From an optimization exercise on the open Yosys and OpenROAD flow, aimed at small area, a short achievable clock period and few clock cycles; shortcuts taken in it are not production practice. Only simulation tests tie the RTL to the original design; equivalence was not proved.

==> design/flow/config.mk <==
export PLATFORM = sky130hd
export DESIGN_NAME = logic_core
export DESIGN_NICKNAME = logic_core
export VERILOG_FILES = /design/flow/design.v
export SDC_FILE = /design/flow/constraint.sdc
export NUM_CORES = 4
export LEC_CHECK = 0
export CAP_MARGIN = 20
export CORE_MARGIN = 2
export CORE_UTILIZATION = 40
export SLEW_MARGIN = 20
==> design/flow/constraint.sdc <==
create_clock -name core_clock -period 22.0 [get_ports {clk}]
set_input_delay 4.4000 -clock core_clock [delete_from_list [all_inputs] [get_ports {clk}]]
set_output_delay 4.4000 -clock core_clock [all_outputs]
set_load 0.01 [all_outputs]
==> design/flow/design.v <==
module logic_core (
    input  wire        clk,
    input  wire        rst,
    input  wire        start,
    input  wire        cold,
    input  wire        rate_hi,
    input  wire [13:0] scan_ticks,
    output reg         done,
    output wire [13:0] imem_addr,
    input  wire [31:0] imem_rdata,
    output wire [11:0] bra_addr,
    input  wire        bra_data,
    output wire [11:0] brb_addr,
    input  wire        brb_data,
    output reg         bw_en,
    output wire [11:0] bw_addr,
    output reg         bw_data,
    output wire [11:0] wra_addr,
    input  wire [31:0] wra_data,
    output wire [11:0] wrb_addr,
    input  wire [31:0] wrb_data,
    output reg         ww_en,
    output wire [11:0] ww_addr,
    output reg  [31:0] ww_data,
    output wire [7:0]  st_addr,
    input  wire [33:0] st_rdata,
    output reg         st_we,
    output reg  [33:0] st_wdata
);
    localparam OP_NOP   = 6'h00, OP_MOVB = 6'h01, OP_NOTB = 6'h02, OP_AND  = 6'h03,
               OP_OR    = 6'h04, OP_XOR  = 6'h05, OP_SETB = 6'h06, OP_CLRB = 6'h07,
               OP_SETP  = 6'h08, OP_ANDP = 6'h09, OP_ORP  = 6'h0A, OP_NOTP = 6'h0B,
               OP_STP   = 6'h0C, OP_REDGE= 6'h0D, OP_FEDGE= 6'h0E,
               OP_MOV   = 6'h10, OP_MOVI = 6'h11, OP_ADD  = 6'h12, OP_SUB  = 6'h13,
               OP_MUL   = 6'h14, OP_DIV  = 6'h15, OP_ANDW = 6'h16, OP_ORW  = 6'h17,
               OP_XORW  = 6'h18,
               OP_EQ    = 6'h28, OP_LT   = 6'h29, OP_LE   = 6'h2A,
               OP_TON   = 6'h30, OP_TOF  = 6'h31, OP_TP   = 6'h32, OP_CTU  = 6'h33,
               OP_CTD   = 6'h34, OP_JMP  = 6'h3E, OP_END  = 6'h3F;
    localparam S_IDLE = 3'd0, S_FETCH = 3'd1, S_FETCH2 = 3'd2, S_EXEC = 3'd3,
               S_DIV  = 3'd4, S_WB    = 3'd5;
    reg [2:0]  state;
    reg [13:0] pc;
    reg [31:0] ir;
    reg [31:0] ir2;
    reg        pr;
    reg [11:0] annul;
    reg [7:0]  st_idx;
    reg        cold_r;
    reg        rate_r;
    reg [13:0] scan_r;
    reg [47:0] dv_dd;
    reg [32:0] dv_rem;
    reg [47:0] dv_quo;
    reg [31:0] dv_den;
    reg [5:0]  dv_cnt;
    reg        dv_neg;
    wire [5:0]  op  = ir[31:26];
    wire [1:0]  pf  = ir[25:24];
    wire [11:0] fd  = ir[23:12];
    wire [11:0] fs  = ir[11:0];
    wire [11:0] fx  = ir2[23:12];
    wire [11:0] fy  = ir2[11:0];
    wire is_timer   = (op == OP_TON) || (op == OP_TOF) || (op == OP_TP);
    wire is_counter = (op == OP_CTU) || (op == OP_CTD);
    wire is_tc      = is_timer || is_counter;
    wire is_edge    = (op == OP_REDGE) || (op == OP_FEDGE);
    wire is_owned   = is_tc || is_edge;
    wire two_word   = (imem_rdata[31:26] >= OP_TON) && (imem_rdata[31:26] <= OP_CTD);
    wire cond = (pf == 2'b00) || (pf == 2'b01 && pr) || (pf == 2'b10 && !pr);
    wire exe  = (annul == 12'd0) && cond;
    assign imem_addr = pc;
    assign bra_addr  = fd;
    assign brb_addr  = fs;
    assign bw_addr   = fd;
    assign wra_addr  = is_tc ? fx : fd;
    assign wrb_addr  = is_tc ? fy : fs;
    assign ww_addr   = is_tc ? fx : fd;
    assign st_addr   = st_idx;
    wire        bd = bra_data;
    wire        bs = brb_data;
    wire [31:0] wd = wra_data;
    wire [31:0] ws = wrb_data;
    wire [31:0] st_c  = st_rdata[31:0];
    wire        st_f0 = st_rdata[32];
    wire        st_f1 = st_rdata[33];
    wire [32:0] c_sum  = {1'b0, st_c} + {19'd0, scan_r};
    wire [31:0] c_inc  = c_sum[32] ? 32'hFFFF_FFFF : c_sum[31:0];
    wire [13:0] rate   = rate_r ? 14'd14400 : 14'd4800;
    reg  [31:0] t_c;        
    reg         t_q;
    reg         t_f0;
    reg         t_f1;
    reg         t_upd;      
    wire [63:0] c_us    = {32'd0, t_c} * 64'd1000000;
    wire [63:0] pt_rate = {32'd0, ws} * {50'd0, rate};
    wire        t_done  = $signed(ws) <= 0 || c_us >= pt_rate;
    wire        edge_src = bs;
    wire        tp_start = bs && !st_f0 && !st_f1 && !cold_r;
    wire        tp_run   = st_f1 || tp_start;
    wire [31:0] tp_c0    = tp_start ? 32'd0 : st_c;
    wire [32:0] tp_sum   = {1'b0, tp_c0} + {19'd0, scan_r};
    wire [31:0] tp_inc   = tp_sum[32] ? 32'hFFFF_FFFF : tp_sum[31:0];
    always @(*) begin
        t_c   = st_c;
        t_q   = 1'b0;
        t_f0  = 1'b0;
        t_f1  = 1'b0;
        t_upd = 1'b0;
        case (op)
            OP_TON: begin
                t_c   = bs ? c_inc : 32'd0;
                t_upd = 1'b1;
                t_q   = bs && t_done;
            end
            OP_TOF: begin
                if (bs) begin
                    t_c   = 32'd0;
                    t_f1  = 1'b1;
                    t_q   = 1'b1;
                    t_upd = 1'b1;
                end else if (st_f1) begin
                    t_c   = c_inc;
                    t_q   = !t_done;
                    t_f1  = !t_done;
                    t_upd = 1'b1;
                end
            end
            OP_TP: begin
                t_f0 = bs;
                if (tp_run) begin
                    t_c   = tp_inc;
                    t_upd = 1'b1;
                    t_q   = !t_done;
                    t_f1  = !t_done;
                end
            end
            default: ;
        endcase
    end
    wire        cnt_edge = bs && !st_f0 && !cold_r;
    reg  [31:0] cv_new;
    always @(*) begin
        cv_new = wd;
        if (cnt_edge) begin
            if (op == OP_CTU)
                cv_new = (wd == 32'h7FFF_FFFF) ? wd : wd + 32'd1;
            else
                cv_new = (wd == 32'h8000_0000) ? wd : wd - 32'd1;
        end
    end
    wire cnt_q = (op == OP_CTU) ? ($signed(cv_new) >= $signed(ws))
                                : ($signed(cv_new) <= 0);
    wire [31:0] mul_lo   = wd * ws;
    wire [31:0] div_a    = wd[31] ? -wd : wd;
    wire [31:0] div_b    = ws[31] ? -ws : ws;
    wire [32:0] dv_shift = {dv_rem[31:0], dv_dd[47]};
    wire        dv_ge    = dv_shift >= {1'b0, dv_den};
    wire [31:0] div_res  = dv_neg ? -dv_quo[31:0] : dv_quo[31:0];
    wire [31:0] et_res   = (dv_quo > 48'h7FFF_FFFF) ? 32'h7FFF_FFFF : dv_quo[31:0];
    wire [41:0] c625     = {10'd0, t_c} * 42'd625;
    always @(*) begin
        bw_en    = 1'b0;
        bw_data  = 1'b0;
        ww_en    = 1'b0;
        ww_data  = 32'd0;
        st_we    = 1'b0;
        st_wdata = 34'd0;
        if (state == S_EXEC && exe) begin
            case (op)
                OP_MOVB:  begin bw_en = 1'b1; bw_data = bs;      end
                OP_NOTB:  begin bw_en = 1'b1; bw_data = !bs;     end
                OP_AND:   begin bw_en = 1'b1; bw_data = bd & bs; end
                OP_OR:    begin bw_en = 1'b1; bw_data = bd | bs; end
                OP_XOR:   begin bw_en = 1'b1; bw_data = bd ^ bs; end
                OP_SETB:  begin bw_en = 1'b1; bw_data = 1'b1;    end
                OP_CLRB:  begin bw_en = 1'b1; bw_data = 1'b0;    end
                OP_STP:   begin bw_en = 1'b1; bw_data = pr;      end
                OP_REDGE: begin
                    bw_en    = 1'b1;
                    bw_data  = edge_src && !st_f0 && !cold_r;
                    st_we    = 1'b1;
                    st_wdata = {1'b0, edge_src, 32'd0};
                end
                OP_FEDGE: begin
                    bw_en    = 1'b1;
                    bw_data  = st_f0 && !edge_src && !cold_r;
                    st_we    = 1'b1;
                    st_wdata = {1'b0, edge_src, 32'd0};
                end
                OP_MOV:   begin ww_en = 1'b1; ww_data = ws; end
                OP_MOVI:  begin ww_en = 1'b1; ww_data = {{20{fs[11]}}, fs}; end
                OP_ADD:   begin ww_en = 1'b1; ww_data = wd + ws; end
                OP_SUB:   begin ww_en = 1'b1; ww_data = wd - ws; end
                OP_MUL:   begin ww_en = 1'b1; ww_data = mul_lo; end
                OP_DIV:   begin ww_en = (ws == 32'd0); ww_data = 32'd0; end
                OP_ANDW:  begin ww_en = 1'b1; ww_data = wd & ws; end
                OP_ORW:   begin ww_en = 1'b1; ww_data = wd | ws; end
                OP_XORW:  begin ww_en = 1'b1; ww_data = wd ^ ws; end
                OP_TON, OP_TOF, OP_TP: begin
                    bw_en    = 1'b1;
                    bw_data  = t_q;
                    st_we    = 1'b1;
                    st_wdata = {t_f1, t_f0, t_c};
                end
                OP_CTU, OP_CTD: begin
                    bw_en    = 1'b1;
                    bw_data  = cnt_q;
                    ww_en    = 1'b1;
                    ww_data  = cv_new;
                    st_we    = 1'b1;
                    st_wdata = {1'b0, bs, 32'd0};
                end
                default: ;
            endcase
        end else if (state == S_WB) begin
            ww_en   = 1'b1;
            ww_data = is_tc ? et_res : div_res;
        end
    end
    always @(posedge clk) begin
        if (rst) begin
            state  <= S_IDLE;
            done   <= 1'b0;
            pc     <= 14'd0;
            ir     <= 32'd0;
            ir2    <= 32'd0;
            pr     <= 1'b0;
            annul  <= 12'd0;
            st_idx <= 8'd0;
            cold_r <= 1'b0;
            rate_r <= 1'b0;
            scan_r <= 14'd0;
        end else begin
            done <= 1'b0;
            case (state)
                S_IDLE: begin
                    if (start) begin
                        pc     <= 14'd0;
                        pr     <= 1'b0;
                        annul  <= 12'd0;
                        st_idx <= 8'd0;
                        cold_r <= cold;
                        rate_r <= rate_hi;
                        scan_r <= scan_ticks;
                        state  <= S_FETCH;
                    end
                end
                S_FETCH: begin
                    ir    <= imem_rdata;
                    pc    <= pc + 14'd1;
                    state <= two_word ? S_FETCH2 : S_EXEC;
                end
                S_FETCH2: begin
                    ir2   <= imem_rdata;
                    pc    <= pc + 14'd1;
                    state <= S_EXEC;
                end
                S_EXEC: begin
                    state <= S_FETCH;
                    if (annul != 12'd0)
                        annul <= annul - 12'd1;
                    if (is_owned)
                        st_idx <= st_idx + 8'd1;
                    if (op == OP_END) begin
                        state <= S_IDLE;
                        done  <= 1'b1;
                    end else if (exe) begin
                        case (op)
                            OP_SETP: pr <= bs;
                            OP_ANDP: pr <= pr & bs;
                            OP_ORP:  pr <= pr | bs;
                            OP_NOTP: pr <= !pr;
                            OP_EQ:   pr <= (wd == ws);
                            OP_LT:   pr <= ($signed(wd) <  $signed(ws));
                            OP_LE:   pr <= ($signed(wd) <= $signed(ws));
                            OP_JMP:  annul <= fs;
                            OP_DIV: begin
                                if (ws != 32'd0) begin
                                    dv_dd  <= {div_a, 16'd0};
                                    dv_den <= div_b;
                                    dv_rem <= 33'd0;
                                    dv_quo <= 48'd0;
                                    dv_cnt <= 6'd32;
                                    dv_neg <= wd[31] ^ ws[31];
                                    state  <= S_DIV;
                                end
                            end
                            OP_TON, OP_TOF, OP_TP: begin
                                if (t_upd && fx != 12'hFFF) begin
                                    dv_dd  <= {c625, 6'd0};
                                    dv_den <= rate_r ? 32'd9 : 32'd3;
                                    dv_rem <= 33'd0;
                                    dv_quo <= 48'd0;
                                    dv_cnt <= 6'd42;
                                    dv_neg <= 1'b0;
                                    state  <= S_DIV;
                                end
                            end
                            default: ;
                        endcase
                    end
                end
                S_DIV: begin
                    dv_dd  <= {dv_dd[46:0], 1'b0};
                    dv_rem <= dv_ge ? dv_shift - {1'b0, dv_den} : dv_shift;
                    dv_quo <= {dv_quo[46:0], dv_ge};
                    dv_cnt <= dv_cnt - 6'd1;
                    if (dv_cnt == 6'd1)
                        state <= S_WB;
                end
                S_WB: begin
                    state <= S_FETCH;
                end
                default: state <= S_IDLE;
            endcase
        end
    end
endmodule
==> design/flow/run.sh <==
#!/bin/bash
# synth_recipe.tcl (not shown) runs the flow's synth.tcl, then flattens the netlist and writes it again
# the make line also repeats each setting of config.mk as NAME=value (left out here)
make -C /OpenROAD-flow-scripts/flow DESIGN_CONFIG=/design/flow/config.mk WORK_HOME=/design/flow/orfs CLKGATE_MAP_FILE= SYNTH_SCRIPT=/design/flow/synth_recipe.tcl finish
==> run notes <==
[how the worst max path moves through the flow]
| stage | to | slack, ns | cells after the start |
|---|---|---|---|
| 4_1_cts | bw_data | 0.04 | 51 |
| 3_5_place_dp | bw_data | -0.37 | 46 |
| 6_report | bw_data | 0.69 | 51 |
| 5_1_grt | bw_data | -0.003 | 51 |
| 2_1_floorplan | bw_data | 1.54 | 52 |
| 3_3_place_gp | bw_data | -0.12 | 46 |
[cells in the final DEF (no fill, tap or decap), types with 24 or more instances in the layout]
cell	Yosys	layout
nand2_1	1000	997
and3_1	103	103
o31ai_1	50	50
a22oi_1	24	24
o21bai_1	33	33
dfxtp_1	111	109
mux2i_1	45	45
nand4_1	73	73
a211oi_1	52	52
clkbuf_16	0	35
a21oi_1	516	511
ha_1	816	816
nor2_1	599	589
fa_1	718	718
o21ai_0	315	314
a31oi_1	75	75
o211ai_1	49	49
and2_1	63	62
buf_4	48	208
nand3_1	109	109
or3_1	41	40
nor4_1	39	38
nor2b_1	65	64
nor3_1	109	103
o21a_1	43	43
inv_1	1044	1044
a21o_1	114	114
nand2b_1	59	59
xnor2_1	229	229
xor2_1	86	86
a221oi_1	44	43
clkinv_1	23	25
clkdlybuf4s50_1	0	299
o22ai_1	74	74
edfxtp_1	161	161
[cell usage after synthesis, types with 41 or more instances]
library cell,count,share of area [%]
buf_1,63,0.38
xnor2_1,229,3.2
o21ai_0,315,2.6
nor2_1,599,3.6
buf_4,48,0.58
o21a_1,43,0.52
ha_1,816,17
fa_1,718,23
o211ai_1,49,0.60
a221oi_1,44,0.62
a211oi_1,52,0.63
nand3_1,109,0.88
mux2i_1,45,0.73
nor2b_1,65,0.66
a31oi_1,75,0.76
a21oi_1,516,4.2
a21o_1,114,1.4
edfxtp_1,161,7.8
xor2_1,86,1.2
or3_1,41,0.42
and2_1,63,0.64
clkbuf_1,298,1.8
nand2b_1,59,0.60
o31ai_1,50,0.61
and3_1,103,1.0
inv_1,1044,6.3
nand4_1,73,0.74
o22ai_1,74,0.75
dfxtp_1,111,3.6
nand2_1,1000,6.1
nor3_1,109,0.88
[what timing repair did]
action | in CTS | in global routing
pin swaps | 0 | 2
buffers inserted | 0 | 0
endpoints found under the setup margin | 2 | 2
gates resized for setup | 2 | 15
hold buffers | 0 | 0
[cell type report]
class                      count  area, µm²
fill                       15360      85170
clock inverter                20      247.7
multi-input combinational   5878      49030
sequential                   272       7059
tap                         2044       2557
inverter                    1070       4016
antenna                       10      25.02
clock buffer                  38      907.1
timing repair buffer         525       4679
[routing by layer]
layer | wire (µm) | vias to the layer above
met4 | 12870 | 22
li1 | - | 26000
met1 | 111400 | 28990
met5 | 145 | -
met3 | 32270 | 628
met2 | 114400 | 3181
[logic make-up after synthesis]
kind of cell / after synthesis / share of synthesized area (%)
flip-flops: 272 / 11.43
multiplexers: 51 / 0.8393
adder cells (fa/ha/maj): 1534 / 39.83
AND/OR/NAND/NOR: 2373 / 17.51
AO/OA/AOI/OAI: 1604 / 16.52
XOR/XNOR: 315 / 4.470
buffers and inverters: 1490 / 9.386
other: 1 / 0.006076
[critical path: cells and delay by family]
kind                     cells  cell delay [ns]
AO/OA/AOI/OAI               18             3.90
XOR/XNOR                     1             0.21
buffers and inverters        7             1.06
AND/OR/NAND/NOR             15             3.11
adder cells (fa/ha/maj)     10             4.23
[state kept, by name (all words and copies together), names as in the netlist, 3 cells and up]
signal,cells
dv_den,32
scan_r,14
annul,12
st_idx,8
dv_quo,48
dv_dd,42
dv_rem,32
pc,14
dv_cnt,6
state,3
ir2,24
ir,32
[through the flow]
| step | area, µm² | cells | util [%] | TNS, ns |
|---|---|---|---|---|
| finish | 68520 | 9857 | 44.58 | 0 |
| global route | 68500 | 9848 | 44.57 | -0.002983 |
| CTS | 68440 | 9846 | 44.53 | 0 |
| floorplan | 61720 | 7640 | - | 0 |
| global placement | 67280 | 9787 | 43.77 | -0.1761 |
| detailed placement | 67280 | 9788 | 43.77 | -0.6757 |
==> impl_metrics.toml <==
[worst_setup_path]
worstRegToRegCells = 36
crit_path_end_kind = "primary output"
crit_slowest_cell = "fa_1"
cpMostUsedCell = "fa_1"
rrSetupSlack_ns = 12.28
cp_max_fo = 9
startpoint = "brb_data"
worst_ep_required_time_ns = 17.60
cp.arrival_ns = 16.91
reg2reg_from = "cold_r$_SDFFE_PP0P_"
slowest_delay_ns = 0.61
start_kind = "input port"
r2r_end = "dv_dd[46]$_DFFE_PP_"
crit_type = "input port to primary output"

[grt]
grtUsageMet3_pct = 10.10
grt_pass1_wl_mm = 395.0
use_met2_pct = 51.06
grt_max_degree = 129
track_usage_pct = 33.95
top_usage_layer = "met2"
met1_usage_pct = 45.59
grt_pass1_vias = 57940
antenna_found_initial = 26
grt.overflow.total = 0

[logic_synthesis]
ys_ff_latch = 272
ys_types = 102
syn_area_um2 = 61720
ys_async_sr_fraction_pct = 0
ys.flop_type = "edfxtp_1"
syn_inst = 7640
syn_avg_cell_area_um2 = 8.078
ys_warn_count = 1
synth-edff-count = 161
seq_area_frac_synth_pct = 11.43
syn_nets = 9325

[timing]
finClkSkew_ns = 0.02904
worst_pin_slew_ns = 1.288
slew_violations = 0
setup_ws_ns = 0.6906
setup-violations-final = 0
slew_headroom_pct = 14.13
fmax_ghz = 0.04693
fin_crit_ns = 21.31
whs_ns = 0.4605
fin_crit_sh_pct = 96.86
hold_viol_final = 0

[drt]
dr.pass1.iters = 9
wl_mm = 271.1
num_vias = 58820
ant_nets = 0
drc_errors = 0
routed_via_density = 5.967
wl_per_cell_um = 27.51
drt_iter0_drc = 6541

[clock_tree]
cts.htree.levels = 2
root_buffer = "clkbuf_16"
tritoncts = "yes"
clock_latency_ns = 0.62
cts.sinks = 272
clkTransAtPathRegs_ns = 0.06
cts_made_buffers = 34
clockBufferDepth = 3

[placed_design]
portBuffers = 315
place_congestion = 1.060
hpwl_mm = 212.4
place_ws_ns = -0.3684

[floorplan]
die_w_um = 396.8
io_pins = 316
core-area_um2 = 153700
die_area_um2 = 157500
die_height_um = 396.8
num_rows = 144
initial_core_util_pct = 40.16

[min_path]
hold_end = "ir2[0]$_SDFFE_PP0P_"
holdCritPathClass = "flip-flop to flip-flop"
hold_depth = 2
hp-start = "ir2[0]$_SDFFE_PP0P_"

[final_layout]
nets = 9466
drive_above_1_share_pct = 5.011
area_delta_synth_final_pct = 11.02

[flow_run]
max-cap-violations = 0

[run_status]
status = "no timing/DRC/antenna violations"
Testbench counts, summed over its fixed seeds: cycles 810,107.

-- re-timing with driven ports --
The flow's constraints put no driver on any port. The routed layout listed below was extracted and timed again, unchanged, in two steps.
Step 1, drivers: a clkbuf_16 drives clk and a buf_2 each remaining input, both assumed.
Step 2 times the ports against the registers' clock, not the clock port: input delays grow and output delays shrink by t, the midpoint of the rising clock arrivals with the driver on.
a / b / c = ideal ports / drivers / drivers and shift; a / b = the first two.
shift t [ns]: 0.667
setup slack, ns: 0.691 / 0.664 / 0.664
worst setup path after step 2: input to output
cell pins on the clock port's net: 1
After both steps setup and hold are still met in this run. For this run, drivers alone change the setup slack by -0.027 ns; drivers and shift together by -0.027 ns.
